Context: an optimization exercise on an open-source flow, tuned for small area, a short achievable clock period and few clock cycles. The choices shown serve that exercise and are no tape-out recipe. In this exercise RTL edits were held to simulation tests only and were not proved equivalent to the original.

==> flow/design.v, too long to show whole: its modules and the start of the top module <==
// module policer_bank: 4785 lines
module policer_bank (
    input  wire        clk,
    input  wire        rst,
    input  wire        req_valid,
    output wire        req_ready,
    input  wire [1:0]  req_op,         
    input  wire [2:0]  req_idx,
    input  wire [31:0] req_time,
    input  wire [15:0] req_len,
    input  wire [1:0]  req_colour,
    input  wire        req_type,
    input  wire        req_aware,
    input  wire        req_red_act,
    input  wire [28:0] req_cir,
    input  wire [28:0] req_pir,
    input  wire [23:0] req_cbs,
    input  wire [23:0] req_ebs,
    output reg         rsp_valid,
    output reg         rsp_ok,
    output reg  [1:0]  rsp_colour,
    output reg         rsp_red_act,
    output reg         rsp_en,
    output reg         rsp_type,
    output reg         rsp_aware,
    output reg  [28:0] rsp_cir,
    output reg  [28:0] rsp_pir,
    output reg  [23:0] rsp_cbs,
    output reg  [23:0] rsp_ebs,
    output reg  [23:0] rsp_committed,
    output reg  [23:0] rsp_tokens,
    output reg  [31:0] rsp_green,
    output reg  [31:0] rsp_yellow,
    output reg  [31:0] rsp_red
);
  // ...
==> flow/flow/run.sh <==
#!/bin/bash
# The standard layout (the standard.sh: standard synthesis, ORFS from
# floorplan to finish), except that the input and output ports are
# buffered with sky130_fd_sc_hd__buf_2 instead of the buffer cell that
# buffer_ports picks by default. Make's output goes to standard.log; each
# ORFS step writes its own log under orfs/logs/.
set -euo pipefail
export BUFFER_PORTS_ARGS="-buffer_cell sky130_fd_sc_hd__buf_2"
bash standard.sh > standard.log 2>&1
==> flow/standard.sh <==
#!/bin/bash
# synth_recipe.tcl (not shown) runs the flow's synth.tcl, then flattens the netlist and writes it again
# the make line also repeats each setting of config.mk as NAME=value (left out here)
make -C /OpenROAD-flow-scripts/flow DESIGN_CONFIG=/design/flow/config.mk WORK_HOME=/design/flow/orfs CLKGATE_MAP_FILE= SYNTH_SCRIPT=/design/flow/synth_recipe.tcl "${@:-finish}"
==> flow/config.mk <==
export PLATFORM = sky130hd
export DESIGN_NAME = policer_bank
export DESIGN_NICKNAME = policer_bank
export VERILOG_FILES = /design/flow/design.v
export SDC_FILE = /design/flow/constraint.sdc
export NUM_CORES = 4
export LEC_CHECK = 0
export CAP_MARGIN = 20
export CORE_MARGIN = 2
export CORE_UTILIZATION = 35
export PLACE_DENSITY = 0.55
export SLEW_MARGIN = 20
==> flow/constraint.sdc <==
create_clock -name core_clock -period 24.0 [get_ports {clk}]
set_input_delay 4.8000 -clock core_clock [delete_from_list [all_inputs] [get_ports {clk}]]
set_output_delay 4.8000 -clock core_clock [all_outputs]
set_load 0.01 [all_outputs]
==> key figures, run 1 <==
Floorplanning
  – Die ar.: 0.712 mm^2
  – Die height: 844 um
  – Site Rows: between 300 and 400

Setup path
  – Worst Path Arrival: 2.09 ns
  – CP startpoint: a_hold
  – Crit path depth: 2
  – CP max stage delay: about 0.40 ns
  – R2r startpoint: g_te[0]

Synthesis
  – #FFs+latches synth: 4969
  – Synth Net Count: 21600
  – Avg Synthesized Cell Area: 13.0 um^2
  – Synth Flop Type: edfxtp_1
  – Synth area leader: edfxtp_1
  – Sequential area share after synthesis: 51.5%
  – Top-area cell type share of the netlist area: 33.5%

Clocking
  – CTS buffer count: 518
  – Post-CTS Setup Bufs: 0
  – CTS clk-pin slew, worst paths: 0.06 ns

Layout
  – Commonest non-fill, non-tap cell in the layout: edfxtp_1
  – # fillers: 66100
  – Multi-In Gates: 11200
  – Sequential cell area: 0.127 mm^2
  – Most frequent cells in the layout: 2758 x edfxtp_1, 2168 x dfxtp_1, 1795 x inv_1
  – Non-clock inverters: 1821
  – Fraction of area in multi-input gates: 39.6%

Timing
  – Worst Tran Pin Value: 1.26 ns
  – TNS Setup: 0 ns
  – Min Tclk post-route: 6.89 ns
  – Slew HR: 14.9%
  – Fmax: roughly 0.15 GHz

Status
  – Status: no timing/DRC/antenna violations

Route
  – Detailed Route WL: between 700000 and 800000 um
  – Met2 wire length: between 300000 and 400000 um
  – DR WL/cell: 26.1 um
  – Antenna Nets Post-Route: 0
  – Met1 WL: 321000 um
  – Wire length on met3: around 56000 um

Global route
  – Largest net degree at the start of global routing: around 170

Placement
  – RePlAce Congestion: 0.928

Min path
  – Hold path startpoint: c_pl[6]
Testbench counts, summed over its fixed seeds: cycles 26,760.
==> run 2, diff against run 1 <==
--- a/flow/design.v
+++ b/flow/design.v
@@ -34,18 +34,20 @@
     output reg  [31:0] rsp_red
 );
     localparam OP_METER  = 2'd0;
     localparam OP_CONFIG = 2'd1;
     localparam OP_QUERY  = 2'd2;
     localparam [28:0] RATE_MAX   = 29'd400000000;
     localparam [23:0] BUCKET_MIN = 24'd64;
     reg  a_hold;               
-    assign req_ready = !a_hold;
+    reg  a_rdy;                
+    assign req_ready = a_rdy;
     wire   accept = req_valid && !a_hold;
+    wire   hazard = accept && a_v && (req_idx == a_idx) && !a_op[1] && !req_op[0];
     integer i;
     reg [7:0]      p_en, p_type, p_aware, p_red_act;
     reg [8*29-1:0] p_cir, p_pir;
     reg [8*24-1:0] p_cbs, p_ebs;
     reg [8*32-1:0] p_last;
     reg [8*40-1:0] p_tc, p_te;
     reg [8*32-1:0] p_green, p_yellow, p_red;
     reg        a_v;
@@ -56,20 +58,21 @@
     reg [1:0]  a_col;
     reg        a_type, a_aware, a_red;
     reg [28:0] a_cir, a_pir;
     reg [23:0] a_cbs, a_ebs;
     always @(posedge clk) begin
         if (rst) begin
             a_v    <= 1'b0;
             a_hold <= 1'b0;
+            a_rdy  <= 1'b1;
         end else begin
             a_v    <= a_hold ? a_v : req_valid;
-            a_hold <= accept && a_v && !a_hold && (req_idx == a_idx) &&
-                      !a_op[1] && !req_op[0];
+            a_hold <= hazard;
+            a_rdy  <= !hazard;
         end
         if (!a_hold) begin
             a_op    <= req_op;
             a_idx   <= req_idx;
             a_time  <= req_time;
             a_len   <= req_len;
             a_col   <= req_colour;
             a_type  <= req_type;
@@ -4740,16 +4743,21 @@
     wire [1:0]  k_out   = (k_res > k_col) ? k_res : k_col;
     wire        k_cfg   = (k_op == OP_CONFIG);
     wire        k_met   = (k_op == OP_METER);
     assign k_tc_new = k_cfg ? k_cmax : k_green ? k_lcb : k_lc;
     assign k_te_new = k_cfg ? k_emax : k_tkte  ? k_leb : k_le;
     wire        k_qen = (k_op == OP_QUERY) && k_en;
     wire        k_qdis = (k_op == OP_QUERY) && !k_en;
     wire [31:0] h_gc_new, h_yc_new, h_rc_new;
+    reg [31:0] h_gc, h_yc, h_rc;
+    reg [1:0]  h_col;
+    wire [31:0] k_gc = k_fwdh ? h_gc_new : p_green[k_idx*32 +: 32];
+    wire [31:0] k_yc = k_fwdh ? h_yc_new : p_yellow[k_idx*32 +: 32];
+    wire [31:0] k_rc = k_fwdh ? h_rc_new : p_red[k_idx*32 +: 32];
     wire        k_fwdh = h_wr && (h_idx == k_idx);
     always @(posedge clk) begin
         h_wr          <= k_wr && !rst;
         h_cfg         <= k_cfg;
         h_idx         <= k_idx;
         h_tc          <= k_tc_new;
         h_te          <= k_te_new;
         rsp_valid     <= k_v & ~rst;
@@ -4760,23 +4768,27 @@
         rsp_type      <= k_qen & k_type;
         rsp_aware     <= k_qen & k_aware;
         rsp_cir       <= k_qen ? k_cir : 29'd0;
         rsp_pir       <= k_qen ? k_pir : 29'd0;
         rsp_cbs       <= k_qen ? k_cbs : 24'd0;
         rsp_ebs       <= k_qen ? k_ebs : 24'd0;
         rsp_committed <= k_qen ? k_lc[39:16] : 24'd0;
         rsp_tokens    <= k_qen ? k_le[39:16] : 24'd0;
-        rsp_green     <= k_qdis ? 32'd0 : k_fwdh ? h_gc_new : p_green[k_idx*32 +: 32];
-        rsp_yellow    <= k_qdis ? 32'd0 : k_fwdh ? h_yc_new : p_yellow[k_idx*32 +: 32];
-        rsp_red       <= k_qdis ? 32'd0 : k_fwdh ? h_rc_new : p_red[k_idx*32 +: 32];
+        rsp_green     <= k_qdis ? 32'd0 : k_gc;
+        rsp_yellow    <= k_qdis ? 32'd0 : k_yc;
+        rsp_red       <= k_qdis ? 32'd0 : k_rc;
+        h_gc          <= k_gc;
+        h_yc          <= k_yc;
+        h_rc          <= k_rc;
+        h_col         <= k_out;
     end
-    assign h_gc_new = h_cfg ? 32'd0 : (rsp_colour == 2'd0 && rsp_green  != 32'hFFFFFFFF) ? rsp_green  + 32'd1 : rsp_green;
-    assign h_yc_new = h_cfg ? 32'd0 : (rsp_colour == 2'd1 && rsp_yellow != 32'hFFFFFFFF) ? rsp_yellow + 32'd1 : rsp_yellow;
-    assign h_rc_new = h_cfg ? 32'd0 : (rsp_colour == 2'd2 && rsp_red    != 32'hFFFFFFFF) ? rsp_red    + 32'd1 : rsp_red;
+    assign h_gc_new = h_cfg ? 32'd0 : (h_col == 2'd0 && h_gc != 32'hFFFFFFFF) ? h_gc + 32'd1 : h_gc;
+    assign h_yc_new = h_cfg ? 32'd0 : (h_col == 2'd1 && h_yc != 32'hFFFFFFFF) ? h_yc + 32'd1 : h_yc;
+    assign h_rc_new = h_cfg ? 32'd0 : (h_col == 2'd2 && h_rc != 32'hFFFFFFFF) ? h_rc + 32'd1 : h_rc;
     always @(posedge clk) begin
         for (i = 0; i < 8; i = i + 1) begin
             if (h_wr && h_idx == i) begin
                 p_tc[i*40 +: 40]     <= h_tc;
                 p_te[i*40 +: 40]     <= h_te;
                 p_green[i*32 +: 32]  <= h_gc_new;
                 p_yellow[i*32 +: 32] <= h_yc_new;
                 p_red[i*32 +: 32]    <= h_rc_new;
==> key figures, run 2 <==
Global route
  – Largest net degree at the start of global routing: 193 (+13%)
  – Initial antenna violation count: 61
  – First-pass GRT wire length: 1070000 um
  – GRT Total Usage: around a fifth
  – Gr ovfl total: 0
  – Vias in the first global route: 154000

Floorplanning
  – Die X: ~850 um
  – Num ports: 426
  – Die ar.: 0.719 mm^2 (+0.96%)
  – Core area: around 0.71 mm^2
  – Die height: 848 um (+0.48%)
  – Initial Utilization: 35.0%
  – Site Rows: 310 (+0.65%)

Clocking
  – CTS tree: done
  – Clock buffer depth: 4
  – CTS resizes: 0
  – CTS buffer count: 526 (+1.5%)
  – Clock latency (worst-skew pair): 1.10 ns
  – H-tree depth: 6
  – Post-CTS Setup Bufs: 0 (unchanged)
  – Root Buffer: clkbuf_16
  – CTS Hold Buffers Added: 0
  – CTS Sinks: 5068
  – CTS clk-pin slew, worst paths: 0.06 ns (about the same)

Timing
  – Slew HR: 15.8% (+0.87 points)
  – TNS Setup: 0 ns (unchanged)
  – Worst Tran Pin Value: 1.26 ns (+0.000332 ns)
  – Min Tclk post-route: 6.92 ns (+0.0282 ns)
  – Fin crit share: ~29%
  – Fmax: 0.145 GHz (-0.41%)
  – Final Max Slew Viols: 0
  – RSZ-0062 raised after global routing: no
  – Fin worst setup slack: 17.08 ns
  – Number of failing hold endpoints at the final stage: 0
  – Hold WS: between 0.2 and 0.3 ns
  – Final setup skew: 0.106 ns
  – Final setup viols: 0

Placement
  – DP Worst Slack: 16.92 ns
  – Port buffer count: 425
  – Post-DP HPWL: around 500000 um
  – RePlAce Congestion: 0.910 (-1.9%)

Setup path
  – Startpoint Class: flop
  – R2r startpoint: e_idx[0]
  – Critical Setup Path Class: flop to flop
  – Critical path capture point type: flop
  – Worst Path Required: 25.01 ns
  – Critical Path Fanout Max: 35
  – Worst Path Arrival: 7.93 ns (+5.84 ns)
  – CP startpoint: e_idx[0]

Route
  – Drt drc: 0
  – DR WL/cell: 25.2 um (-3.4%)
  – Detailed Route WL: 742000 um (-1.9%)
  – DR iter-0 viols: 15000
  – Routed via count: 153000
  – Antenna Nets Post-Route: 0 (unchanged)
  – DR pass1 iterations: 6
  – Via density: 5.20

Layout
  – Most frequent cells in the layout: 2758 x edfxtp_1, 2267 x dfxtp_1, 1820 x inv_1
  – Layout area overhead: 12.3%
  – Commonest non-fill, non-tap cell in the layout: edfxtp_1
  – Top Registers: p_tc (320), p_te (320)
  – Fin nets: 22100
  – Share of cells above drive strength 1: 12.4%

Min path
  – Hold path startpoint: c_pl[15]
  – Min-delay worst type: flop to flop

Synthesis
  – Avg Synthesized Cell Area: 13.0 um^2 (-0.31%)
  – Ranking of synthesized cells by area: edfxtp_1 33%, dfxtp_1 19%, fa_1 12%, mux4_2 5.8%, ha_1 4.9%
  – Most numerous cell in the Yosys netlist: edfxtp_1
  – Commonest cells post-synth: 2758 x edfxtp_1, 2310 x dfxtp_1, 1824 x inv_1
  – Post-Synthesis Cells: around 19000
  – Synth area leader: edfxtp_1
  – Top-area cell type share of the netlist area: 33.2% (-0.32 points)
  – Distinct cells, synth: 90
  – Fraction of registers with async set/reset: 0%
  – Mapped Area: 0.249 mm^2
  – Synth Flop Type: edfxtp_1
  – #FFs+latches synth: 5068 (+2.0%)
  – Sequential area share after synthesis: 51.8% (+0.31 points)
  – Number of synthesized flops with an enable pin: 2758
  – Yosys Warn Count: 1
  – Synth Net Count: 21800 (+1.1%)

Status
  – Status: no timing/DRC/antenna violations

Run
  – Number of max-cap violations: 0
## run 2: through the flow
step | instance area, um^2 | util, % | instances
2_1_floorplan | 249000 | - | 19200
3_3_place_gp | 262000 | 36.9 | 28400
3_5_place_dp | 262000 | 36.9 | 28400
4_1_cts | 280000 | 39.3 | 29400
5_1_grt | 280000 | 39.3 | 29400
6_report | 280000 | 39.3 | 29400
## run 2: worst max-delay path: stages (launching register included)
cell      delay [ns]
dfxtp_4         0.59
buf_4           0.61
buf_4           0.70
mux4_2          0.58
mux2i_1         0.14
nor2_1          0.06
a21oi_1         0.34
inv_1           0.11
ha_1            0.31
a21o_1          0.18
a21oi_1         0.21
o21ai_0         0.13
a21oi_1         0.24
o21a_1          0.17
o21ai_0         0.14
o41ai_1         0.56
o21ai_0         0.31
o41ai_1         0.43
o21ai_0         0.22
or2_2           0.33
a311oi_1        0.36
xnor2_1         0.15
## run 2: path summary, 6_finish.rpt
path                   end  slack [ns]  depth (start not counted)
hold reg to reg   d_pl[15]        0.25                          0
setup / recovery  f_ce[23]       17.08                         21
setup reg to reg  f_ce[23]       17.08                         21
hold / removal    d_pl[15]        0.25                          0
## run 2: cells by family (layout without fill, tap and decap cells)
group / count (synthesis) / after routing / share of synthesized area (%)
XOR/XNOR: 1485 / 1485 / 5.22
AO/OA/AOI/OAI: 3006 / 3006 / 7.90
other: 0 / 25 / 0
AND/OR/NAND/NOR: 3203 / 3203 / 6.23
flip-flops: 5068 / 5068 / 51.8
buffers and inverters: 2829 / 3529 / 4.26
adder cells (fa/ha/maj): 2471 / 2471 / 16.9
multiplexers: 1112 / 1112 / 7.72
## run 2: area by class of cell
type / instances / area [um^2]
Timing Repair Buffer: 721 / 4480
Clock buffer: 742 / 15000
Tap cell: 9516 / 11900
Fill cell: 67000 / 432000
Sequential cell: 5068 / 129000
Antenna cell: 25 / 62.6
Clock inverter: 220 / 2290
Multi-Input combinational cell: 11300 / 110000
Inverter: 1846 / 6940
## run 2: metal layers
metal	up-vias	global-route usage (%)	routed length (um)
li1	67800	-	-
met1	77900	28.0	322000
met2	6016	31.5	336000
met3	1327	3.53	54900
met4	12	6.92	28900
met5	-	0	93
Testbench counts of run 2, summed over its fixed seeds: cycles 26,760.

## re-timing with driven ports
The flow's constraints put no driver on any port. The routed layouts listed below were extracted and timed again, unchanged, in two steps. Step 1: set_driving_cell puts a clkbuf_16 on clk and a buf_2 on each other input, an assumption about the parent block. Step 2 adds t to the input delays and takes it off the output delays; t is the mean of the earliest and latest rising clock arrival at the registers after step 1. Input paths then give back, and output paths get back, about the clock's delay inside the block. Three values: ideal ports, drivers, drivers and shift; two values: the first two.
run	shift t [ns]	slack for setup (ns)	worst setup path after step 2
run 1	1.175	17.110 / 16.975 / 17.770	register to register
run 2	1.183	17.081 / 17.081 / 17.081	register to register
After both steps setup and hold are still met in every run listed.
